This design comes from an exercise in tuning for small area and a short achievable clock period on the open sky130 flow, not from production work. In this exercise RTL edits were held to simulation tests only and were not proved equivalent to the original.

==> design.v <==
module fadd16 (
    input  wire         clk,
    input  wire         rst,
    input  wire         in_valid,
    input  wire [511:0] in_terms,     
    output reg          out_valid,
    output reg  [31:0]  out_sum
);
    localparam [31:0] QNAN = 32'h7FC0_0000;
    reg         r_valid;
    reg [511:0] r_terms;
    always @(posedge clk) begin
        if (rst) r_valid <= 1'b0;
        else     r_valid <= in_valid;
        r_terms <= in_terms;
    end
    reg  [31:0] t;
    reg  [7:0]  ee   [0:15];           
    reg  [23:0] mant [0:15];
    reg  [7:0]  maxee;
    reg         any_nan, pos_inf, neg_inf, any_nz;
    reg  [7:0]  sh;
    reg  [26:0] trunc;
    reg signed [32:0] acc;
    reg         s_neg;
    reg  [31:0] mag;
    reg  [4:0]  lead;
    reg signed [9:0] rsh;
    reg  [31:0] m;
    reg         guard, sticky;
    reg  [8:0]  ebase;
    reg  [31:0] code;
    reg  [31:0] sum;
    integer i;
    always @* begin
        any_nan = 1'b0;
        pos_inf = 1'b0;
        neg_inf = 1'b0;
        any_nz  = 1'b0;
        maxee   = 8'd1;
        for (i = 0; i < 16; i = i + 1) begin
            t = r_terms[32*i +: 32];
            ee[i]   = (t[30:23] == 8'd0) ? 8'd1 : t[30:23];
            mant[i] = (t[30:23] == 8'd0) ? {1'b0, t[22:0]} : {1'b1, t[22:0]};
            if (t[30:23] == 8'hFF) begin
                if (t[22:0] != 23'd0) any_nan = 1'b1;
                else if (t[31])       neg_inf = 1'b1;
                else                  pos_inf = 1'b1;
            end else if (t[30:0] != 31'd0) begin
                any_nz = 1'b1;
                if (ee[i] > maxee) maxee = ee[i];
            end
        end
        acc = 33'sd0;
        for (i = 0; i < 16; i = i + 1) begin
            t = r_terms[32*i +: 32];
            if (t[30:23] != 8'hFF) begin
                sh = maxee - ee[i];
                trunc = (sh > 8'd26) ? 27'd0 : ({mant[i], 3'b000} >> sh);
                if (t[31]) acc = acc - $signed({6'd0, trunc});
                else       acc = acc + $signed({6'd0, trunc});
            end
        end
        s_neg = acc[32];
        mag   = s_neg ? (~acc[31:0] + 32'd1) : acc[31:0];
        lead = 5'd0;
        for (i = 0; i < 32; i = i + 1)
            if (mag[i]) lead = i[4:0];
        if ({2'b00, lead} + {2'b00, maxee} >= 10'd27) begin
            rsh   = $signed({5'd0, lead}) - 10'sd23;           
            ebase = {4'd0, lead} + {1'b0, maxee} - 9'd27;
        end else begin
            rsh   = 10'sd4 - $signed({2'd0, maxee});           
            ebase = 9'd0;
        end
        if (rsh <= 0) begin
            m      = mag << (-rsh);
            guard  = 1'b0;
            sticky = 1'b0;
        end else begin
            m      = mag >> rsh;
            guard  = mag[rsh - 1];
            sticky = |(mag & ((32'd1 << (rsh - 1)) - 32'd1));
        end
        if (guard && (sticky || m[0])) m = m + 32'd1;
        code = {ebase, 23'd0} + m;
        if (code >= 32'h7F80_0000) code = 32'h7F80_0000;        
        if (any_nan || (pos_inf && neg_inf)) sum = QNAN;
        else if (pos_inf)                    sum = 32'h7F80_0000;
        else if (neg_inf)                    sum = 32'hFF80_0000;
        else if (!any_nz || mag == 32'd0)    sum = 32'h0000_0000;
        else                                 sum = {s_neg, code[30:0]};
    end
    always @(posedge clk) begin
        if (rst) out_valid <= 1'b0;
        else     out_valid <= r_valid;
        out_sum <= sum;
    end
endmodule
==> run.sh <==
#!/bin/bash
# synth_recipe.tcl (not shown) runs the flow's synth.tcl, then flattens the netlist and writes it again
# the make line also repeats each setting of config.mk as NAME=value (left out here)
make -C /OpenROAD-flow-scripts/flow DESIGN_CONFIG=/design/flow/config.mk WORK_HOME=/design/flow/orfs CLKGATE_MAP_FILE= SYNTH_SCRIPT=/design/flow/synth_recipe.tcl finish
==> config.mk <==
export PLATFORM = sky130hd
export DESIGN_NAME = fadd16
export DESIGN_NICKNAME = fadd16
export VERILOG_FILES = /design/flow/design.v
export SDC_FILE = /design/flow/constraint.sdc
export NUM_CORES = 4
export LEC_CHECK = 0
export CAP_MARGIN = 20
export CORE_MARGIN = 2
export CORE_UTILIZATION = 40
export SLEW_MARGIN = 20
==> constraint.sdc <==
create_clock -name core_clock -period 70.0 [get_ports {clk}]
set_input_delay 14.0000 -clock core_clock [delete_from_list [all_inputs] [get_ports {clk}]]
set_output_delay 14.0000 -clock core_clock [all_outputs]
set_load 0.01 [all_outputs]
==> reports/metrics.yaml, run 1 <==
critical_path:
  r2r_cells: 327
  end_kind: "flop"
  cp_data_arrival_time_ns: 66.73
  crit_path_top_delay_cell: "nor4b_1"
  critPathLaunchType: "flop"
  slowest_delay_ns: 0.89
  setup.worst_path.class: "flop to flop"
  worst_path_most_repeated_cell: "ha_1"
  path_max_fanout: 36
  worstPathRequired_ns: 70.64
layout:
  fin_nets: 14500
  fin_cells: 16400
  syn_to_final_growth_pct: 12.8
  final_area_um2: 106000
  drive_above_1_share_pct: 9.02
  post-route-util_pct: 45.4
logic_synthesis:
  netlist_top_cells_area: "dfxtp_1 12%, ha_1 9.4%, a21oi_1 6.5%"
  ys_types: 174
  synth_warnings: 3
  synth.avg_cell_area_um2: 7.13
  syn_inst: 13100
  synth_top_area_share_pct: 11.7
  synth-edff-count: 0
  ys_seq_area_share_pct: 11.7
  syn-num-nets: 14400
  async_flop_share_pct: 0
  yosysTopAreaCell: "dfxtp_1"
  netlist_area_um2: 93600
  ys.flop_type: "dfxtp_1"
  ys_ff_latch: 546
floorplan:
  dieWidth_um: 488
  placementRows: 177
  die_y_um: 488
  die-area_um2: 238000
  pin_count: 548
  fp.coreArea_um2: 233000
  initial_core_util_pct: 40.2
clock_network:
  clk_latency_ns: 0.74
  clkTransAtPathRegs_ns: 0.06
  htreeDepth: 3
  cts_sinks: 546
  cts_tree: "done"
  cts-root-buf: "clkbuf_16"
  cts_buffers: 68
  holdBufCountCts: 0
  clock_path_buffers: 3
flow_run:
  maxCapViolations: 0
drt:
  drt_first_iter_violations: 10700
  routed_wl_um: 374000
  detail-route-antenna-nets: 0
  drc: 0
  vias_per_cell: 6.02
  vias: 98900
  first_pass_iters: 7
  wl_per_cell_um: 22.8
place:
  place_ws_ns: -1.82
  port_buffers: 547
  place_inst: 16200
  placed_area_um2: 102000
  gp_congestion: 1.04
  place_hpwl_um: 305000
hold_path:
  min_path_cells: 1
  hold_path_class: "flop to flop"
grt:
  grt_pass1_vias: 89100
  grt_util_met3_pct: 3.86
  grt-ovfl-total: 0
  met1_usage_pct: 40.9
  grt_first_pass_wirelength_um: 554000
  antenna_found_initial: 24
  grt_use_met2_pct: 45.9
  busiest_layer: "met2"
  grt_usage_pct: 29.9
  grt_max_degree: 65
timing:
  skew_ns: 0.0446
  slew_violations: 0
  fmax_mhz: 15.1
  finalHoldViolations: 0
  tightestPinTransition_ns: 1.20
  relSlewSlack_pct: 19.4
  finalCriticalPeriod_ns: 66.10
  setup_ws_ns: 3.90
  timing.hold.ws_ns: 0.454
  finalSetupViolations: 0
  fin_crit_sh_pct: 94.4
status:
  status: "complete, no violations"
-- layout by cell type, fill, tap and decap left out, types with 397 or more instances in the layout --
master           synthesis  layout
nor2_1                1523    1503
nand2_1               1345    1342
a21oi_1               1206    1183
ha_1                   703     701
xnor2_1                658     638
o21ai_0                635     621
inv_1                  581     574
clkdlybuf4s50_1          0     547
dfxtp_1                546     545
mux2i_1                548     538
a21o_1                 398     397
-- stage by stage --
stage / TNS (ns)
2_1_floorplan: 0
3_3_place_gp: -42.79
3_5_place_dp: -52.95
4_1_cts: 0
5_1_grt: -9.52
6_report: 0
-- timing repair --
action / CTS / global route
cloned: 1 / 3
buffers inserted: 2 / 51
resized for setup: 26 / 185
setup endpoints to repair: 31 / 31
pin swaps: 2 / 25
endpoints found under the hold margin: 0 / 0
-- final cells by class --
class | instances | area, µm²
fillers | 23900 | 127000
multi-input cells | 11300 | 78200
flip-flops and latches | 546 | 10900
repair buffers | 826 | 7740
well taps | 3043 | 3810
inverters | 598 | 2260
clock buffers | 81 | 1820
clock inverters | 43 | 607
diodes | 42 | 105
-- per-layer routing --
metal / vias up / wire [µm]
met5: - / 13
met4: 2 / 21300
li1: 48000 / -
met2: 4092 / 160000
met1: 46200 / 165000
met3: 655 / 29000
-- registers in the layout (all words and copies together), names as in the netlist --
name,cells
r_terms,512
r_valid,1
out_valid,1
out_sum,32
-- worst max-delay path, delay by kind of cell (launching register included) --
kind	cells	cell delay [ns]
xor gates and xnor gates	33	6.15
muxes	6	2.26
DFF	1	0.40
buffers and inverters	44	5.69
adders and majority gates	37	11.56
and+or+nand+nor	96	17.33
AOI/OAI and AO/OA	111	22.42
-- synth_stat cells (83+ instances only) --
master and number:
buf_1 112, o31ai_1 83, a211oi_1 221, or3_1 99, nand2b_1 165, dfxtp_1 546, mux2_2 182, and3_1 117
o211ai_1 153, nor3_1 318, xor2_1 341, or2_2 83, a21o_1 398, nand2_1 1345, nand3_1 226, nand4_1 147
nor2b_1 185, a21oi_1 1206, clkbuf_1 517, o21bai_1 159, mux4_2 127, xnor2_1 658, inv_1 581, a31oi_1 153
ha_1 703, o21ai_0 635, nor2_1 1523, nor4_1 162, mux2i_1 548, and2_1 126
-- final timing paths --
path                             startpoint          to  slack [ns]
worst max register to register  r_terms[28]  out_sum[4]        3.90
worst min-delay path                r_valid   out_valid        0.45
worst max-delay path            r_terms[28]  out_sum[4]        3.90
worst min register to register      r_valid   out_valid        0.45
-- kinds of logic (layout without fill, tap and decap cells) --
kind of cell	after synthesis	in the layout	synth area share, %
adders and majority gates	759	759	10.4
and+or+nand+nor	4752	4753	24.0
xor gates and xnor gates	1013	1013	9.65
other	0	42	0
buffers and inverters	1322	1548	5.88
DFF	546	546	11.7
AOI/OAI and AO/OA	3858	3858	27.1
muxes	867	867	11.3
==> inputs of run 2 (changes only) <==
==> design.v (replaced) <==
module fadd16 (
    input  wire         clk,
    input  wire         rst,
    input  wire         in_valid,
    input  wire [511:0] in_terms,     
    output reg          out_valid,
    output reg  [31:0]  out_sum
);
    reg         r_valid;
    reg [511:0] r_terms;
    always @(posedge clk) begin
        if (rst) r_valid <= 1'b0;
        else     r_valid <= in_valid;
        r_terms <= in_terms;
    end
    wire [7:0]  ee   [0:15];      
    wire [23:0] mant [0:15];
    wire [15:0] sgn, is_nan, is_pinf, is_ninf;
    genvar g;
    generate
        for (g = 0; g < 16; g = g + 1) begin : fld
            wire [31:0] t    = r_terms[32*g +: 32];
            wire        ez   = (t[30:23] == 8'd0);
            wire        eff  = &t[30:23];
            wire        fnz  = |t[22:0];
            assign ee[g]      = {t[30:24], t[23] | ez};
            assign mant[g]    = {~ez, t[22:0]};
            assign sgn[g]     = t[31];
            assign is_nan[g]  = eff & fnz;
            assign is_pinf[g] = eff & ~fnz & ~t[31];
            assign is_ninf[g] = eff & ~fnz &  t[31];
        end
    endgenerate
    wire [7:0] mx1 [0:7];
    wire [7:0] mx2 [0:3];
    wire [7:0] mx3 [0:1];
    wire [7:0] maxee;
    generate
        for (g = 0; g < 8; g = g + 1) begin : m1
            assign mx1[g] = (ee[2*g] > ee[2*g+1]) ? ee[2*g] : ee[2*g+1];
        end
        for (g = 0; g < 4; g = g + 1) begin : m2
            assign mx2[g] = (mx1[2*g] > mx1[2*g+1]) ? mx1[2*g] : mx1[2*g+1];
        end
        for (g = 0; g < 2; g = g + 1) begin : m3
            assign mx3[g] = (mx2[2*g] > mx2[2*g+1]) ? mx2[2*g] : mx2[2*g+1];
        end
    endgenerate
    assign maxee = (mx3[0] > mx3[1]) ? mx3[0] : mx3[1];
    wire [27:0] x [0:15];
    generate
        for (g = 0; g < 16; g = g + 1) begin : al
            wire [7:0]  sh  = maxee - ee[g];
            wire [26:0] tr  = (|sh[7:5]) ? 27'd0 : ({mant[g], 3'b000} >> sh[4:0]);
            assign x[g] = {~sgn[g], tr ^ {27{sgn[g]}}};
        end
    endgenerate
    wire [31:0] acc = 32'h8000_0000
        + x[0]  + x[1]  + x[2]  + x[3]  + x[4]  + x[5]  + x[6]  + x[7]
        + x[8]  + x[9]  + x[10] + x[11] + x[12] + x[13] + x[14] + x[15]
        + sgn[0]  + sgn[1]  + sgn[2]  + sgn[3]  + sgn[4]  + sgn[5]  + sgn[6]  + sgn[7]
        + sgn[8]  + sgn[9]  + sgn[10] + sgn[11] + sgn[12] + sgn[13] + sgn[14] + sgn[15];
    wire any_nan = |is_nan;
    wire pinf    = |is_pinf;
    wire ninf    = |is_ninf;
    reg        p_valid;
    reg [31:0] p_acc;
    reg [7:0]  p_maxee;
    reg        p_nan, p_pinf, p_ninf;
    always @(posedge clk) begin
        if (rst) p_valid <= 1'b0;
        else     p_valid <= r_valid;
        p_acc   <= acc;
        p_maxee <= maxee;
        p_nan   <= any_nan | (pinf & ninf);
        p_pinf  <= pinf;
        p_ninf  <= ninf;
    end
    wire        s_neg = p_acc[31];
    wire [30:0] mag   = s_neg ? (~p_acc[30:0] + 31'd1) : p_acc[30:0];
    reg  [4:0] lz;
    integer i;
    always @* begin
        lz = 5'd31;
        for (i = 0; i < 31; i = i + 1)
            if (mag[i]) lz = 5'd30 - i[4:0];
    end
    wire [8:0] lim = {1'b0, p_maxee} + 9'd3;
    wire [4:0] s   = ({4'd0, lz} > lim) ? lim[4:0] : lz;
    wire [30:0] n  = mag << s;
    wire        guard  = n[6];
    wire        sticky = |n[5:0];
    wire        rnd    = guard & (sticky | n[7]);
    wire [8:0]  eo     = n[30] ? ({1'b0, p_maxee} + 9'd4 - {4'd0, s}) : 9'd0;
    wire [31:0] code   = {eo, n[29:7]} + {31'd0, rnd};
    wire        ovf    = (code[31:23] >= 9'd255);
    reg [31:0] sum;
    always @* begin
        if (p_nan)       sum = 32'h7FC0_0000;
        else if (p_pinf) sum = 32'h7F80_0000;
        else if (p_ninf) sum = 32'hFF80_0000;
        else if (ovf)                  sum = {s_neg, 31'h7F80_0000};
        else                           sum = {s_neg, code[30:0]};
    end
    always @(posedge clk) begin
        if (rst) out_valid <= 1'b0;
        else     out_valid <= p_valid;
        out_sum <= sum;
    end
endmodule
--- a/config.mk
+++ b/config.mk
@@ -6,4 +6,5 @@
 export NUM_CORES = 4
 export LEC_CHECK = 0
+export ABC_AREA = 1
 export CAP_MARGIN = 20
 export CORE_MARGIN = 2
==> run 2 against run 1 <==
Still clean; critical path depth fell by 245; non-clock buffer count down 182; cell count decreased by 30%; flip-flop and latch count up 44; first-iteration DRC count fell by 49%; hold slack worse by 0.043 ns; fmax increased to 3.3 times the previous value; core utilization rose by 0.79 points; wire length shrank 33%; die area shrank 33%; synthesized cell count down 31%; highest routed layer unchanged.
==> reports/metrics.yaml, run 2 <==
layout:
  post-route-util_pct: 46.2  # +0.79 points
  multi_input_area_um2: 44300  # -43%
  largest_reg_flops: 512  # unchanged
  drive_above_1_share_pct: 4.42  # -4.6 points
  syn_to_final_growth_pct: 14.8
  regMostFlops: "r_terms"
  fillers: 16000  # -33%
  final_cell_mix: "1921 x nand2_1, 1230 x inv_1, 1162 x o21ai_0"
  ff_latch_area_um2: 11800  # +8.0%
  top_regs: "r_terms x512, out_sum x32, p_acc x32"
  fin_nets: 10600  # -27%
  final_common_cell: "nand2_1"
floorplan:
  die-area_um2: 160000  # -33%
  initial_core_util_pct: 40.2  # about the same
  dieWidth_um: 400  # -18%
  placementRows: 145  # -18%
  die_y_um: 400  # -18%
  fp.coreArea_um2: 156000  # -33%
  pin_count: 548  # unchanged
place:
  place_hpwl_um: 213000  # -30%
  port_buffers: 547  # unchanged
  gp_congestion: 1.08  # +3.4%
timing:
  tns_ns: 0  # unchanged
  slew_violations: 0  # unchanged
  skew_ns: 0.0440  # -0.000666 ns
  fmax_mhz: 49.6  # +230%
  finalSetupViolations: 0  # unchanged
  finalCriticalPeriod_ns: 20.15  # -45.95 ns
  relSlewSlack_pct: 19.2  # -0.19 points
  fin_crit_sh_pct: 28.8  # -66 points
  tightestPinTransition_ns: 1.21  # +0.00278 ns
  timing.hold.ws_ns: 0.411  # -0.0426 ns
  finalHoldViolations: 0  # unchanged
  rsz0062_at_grt: "no"
critical_path:
  worstPathRequired_ns: 70.64  # about the same
  worstSetupStartpoint: "r_terms[216]"
  end_kind: "flop"
  setup.worst_path.class: "flop to flop"
  r2r-end: "p_acc[31]"
  crit_end: "p_acc[31]"
  r2r_slack_ns: 49.85  # +45.95 ns
  cp_data_arrival_time_ns: 20.79  # -45.94 ns
  path_max_fanout: 25  # -31%
  crit_path_top_delay_cell: "fa_1"
  rr_startpoint: "r_terms[216]"
  slowest_delay_ns: 1.20  # +0.31 ns
  critPathLaunchType: "flop"
  r2r_cells: 82  # -75%
  worst_path_most_repeated_cell: "nand2_1"
logic_synthesis:
  ys_seq_area_share_pct: 18.8  # +7.2 points
  syn-num-nets: 10300  # -28%
  ys_top_cells_by_count: "1921 x nand2_1, 1230 x inv_1, 1169 x o21ai_0"
  ys_ff_latch: 590  # +8.1%
  netlist_top_cells_area: "dfxtp_1 19%, fa_1 13%, nand2_1 12%"
  synth_top_area_share_pct: 18.8  # +7.2 points
  synth_xor_xnor_area_share_pct: 8.11  # -1.5 points
  synth.most_common_cell: "nand2_1"
  synth_warnings: 1  # -2
  synth_compound_area_share_pct: 16.0  # -11 points
  netlist_area_um2: 62700  # -33%
  synth_top_family_by_area: "simple AND/OR/NAND/NOR gates"
  ys.flop_type: "dfxtp_1"
  synth.avg_cell_area_um2: 6.89  # -3.4%
  synthAdderAreaFrac_pct: 19.6  # +9.2 points
  ys_types: 66  # -62%
  syn_inst: 9089  # -31%
  synth-edff-count: 0  # unchanged
  synth-simple-area-share_pct: 23.2  # -0.80 points
  muxShareOfSynthArea_pct: 3.51  # -7.7 points
  yosysTopAreaCell: "dfxtp_1"
  async_flop_share_pct: 0  # unchanged
clock_network:
  cts-root-buf: "clkbuf_16"
  cts_resized: 0  # -100%
  clock_path_buffers: 3  # unchanged
  cts_sinks: 590  # +8.1%
  htreeDepth: 3  # unchanged
  clkTransAtPathRegs_ns: 0.06  # about the same
  postCtsSetupBuffers: 0  # -2
  cts_buffers: 68  # unchanged
  clk_latency_ns: 0.71  # -0.03 ns
  cts_tree: "done"
  holdBufCountCts: 0  # unchanged
drt:
  vias_per_cell: 5.36  # -11%
  first_pass_iters: 9  # +2
  routed_wl_um: 251000  # -33%
  wl_per_cell_um: 21.9  # -3.9%
  drc: 0  # unchanged
  vias: 61400  # -38%
  detail-route-antenna-nets: 0  # unchanged
  drt_first_iter_violations: 5438  # -49%
grt:
  grt-ovfl-total: 0  # unchanged
  antenna_found_initial: 9  # -63%
  grt_pass1_vias: 59400  # -33%
  grt_usage_pct: 30.7  # +0.87 points
  grt_max_degree: 47  # -28%
  grt_first_pass_wirelength_um: 370000  # -33%
flow_run:
  maxCapViolations: 0  # unchanged
hold_path:
  hold_path_class: "flop to flop"
status:
  status: "complete, no violations"
## run 2: changes by cell type in the layout (fill, tap and decap cells not counted), moves of 541 or more
cell | previous run | this run
o21ai_0 | 621 | 1162
inv_1 | 574 | 1230
nand2_1 | 1342 | 1921
a21oi_1 | 1183 | 458
xnor2_1 | 638 | 24
nor2_1 | 1503 | 350
## run 2: routing by layer
| layer | vias up | global-route usage [%] | part of all wire (%) |
|---|---|---|---|
| li1 | 30000 | - | - |
| met4 | 4 | 14.3 | 5.4 |
| met5 | - | 0 | 0.011 |
| met3 | 379 | 3.59 | 5.5 |
| met2 | 2018 | 52.0 | 47 |
| met1 | 28900 | 39.0 | 42 |
## run 2: area by class of cell
class                   instances  share of cell area (%)
multi-input cells            6756                    61.6
flip-flops and latches        590                    16.4
repair buffers                644                    8.63
inverters                    1285                    6.70
well taps                    2058                    3.58
clock buffers                  91                    2.64
clock inverters                27                   0.454
diodes                          4                  0.0139
## run 2: worst min path at each step
stage | from | endpoint | cells past startpoint
final | r_valid | p_valid | 2
after global routing | p_valid | out_valid | 2
after CTS | r_valid | p_valid | 2
after detailed placement | r_valid | p_valid | 2
after global placement | r_valid | p_valid | 2
after floorplan | p_valid | out_valid | 2
## run 2: metrics by stage
| stage | setup WS [ns] | area, µm² | cells |
|---|---|---|---|
| 6_report | 49.85 | 71900 | 11500 |
| 3_5_place_dp | 50.24 | 69700 | 11300 |
| 5_1_grt | 48.47 | 71900 | 11500 |
| 4_1_cts | 50.19 | 71900 | 11400 |
| 2_1_floorplan | 53.03 | 62700 | 9089 |
| 3_3_place_gp | 49.27 | 69700 | 11300 |
## run 2: cells by family after synthesis
logic type,count (synthesis)
muxes,220
DFF,590
buffers and inverters,1743
xor gates and xnor gates,577
AOI/OAI and AO/OA,1878
and+or+nand+nor,3351
adders and majority gates,730
## run 2: worst max-delay path: cells and delay by family, from the launching register on
family                   cells  cell delay (ns)
AO/OA/AOI/OAI               33             7.53
adder cells (fa/ha/maj)     13             6.32
AND/OR/NAND/NOR             25             3.61
buffers and inverters        9             1.84
flip-flops                   1             0.40
XOR/XNOR                     2             0.40

[port drivers added, routing unchanged]
In the flow no input, the clock included, has a driving cell. The finished layouts below were timed again as built, in two steps.
Step 1: set_driving_cell puts a clkbuf_16 on clk and a buf_2 on each other input, an assumption about the parent block.
Step 2 times the ports against the registers' clock, not the clock port: input delays grow and output delays shrink by t, the midpoint of the rising clock arrivals with the driver on.
Three values: ideal, step 1, step 2; two values: the first two.
run	shift t [ns]	setup slack, ns	latest minus earliest clock arrival (ns)
run 1	0.830	3.904 / 3.904 / 3.904	0.072 / 0.072
run 2	0.783	49.849 / 49.849 / 49.849	0.044 / 0.044
After both steps every run listed still meets setup and hold.
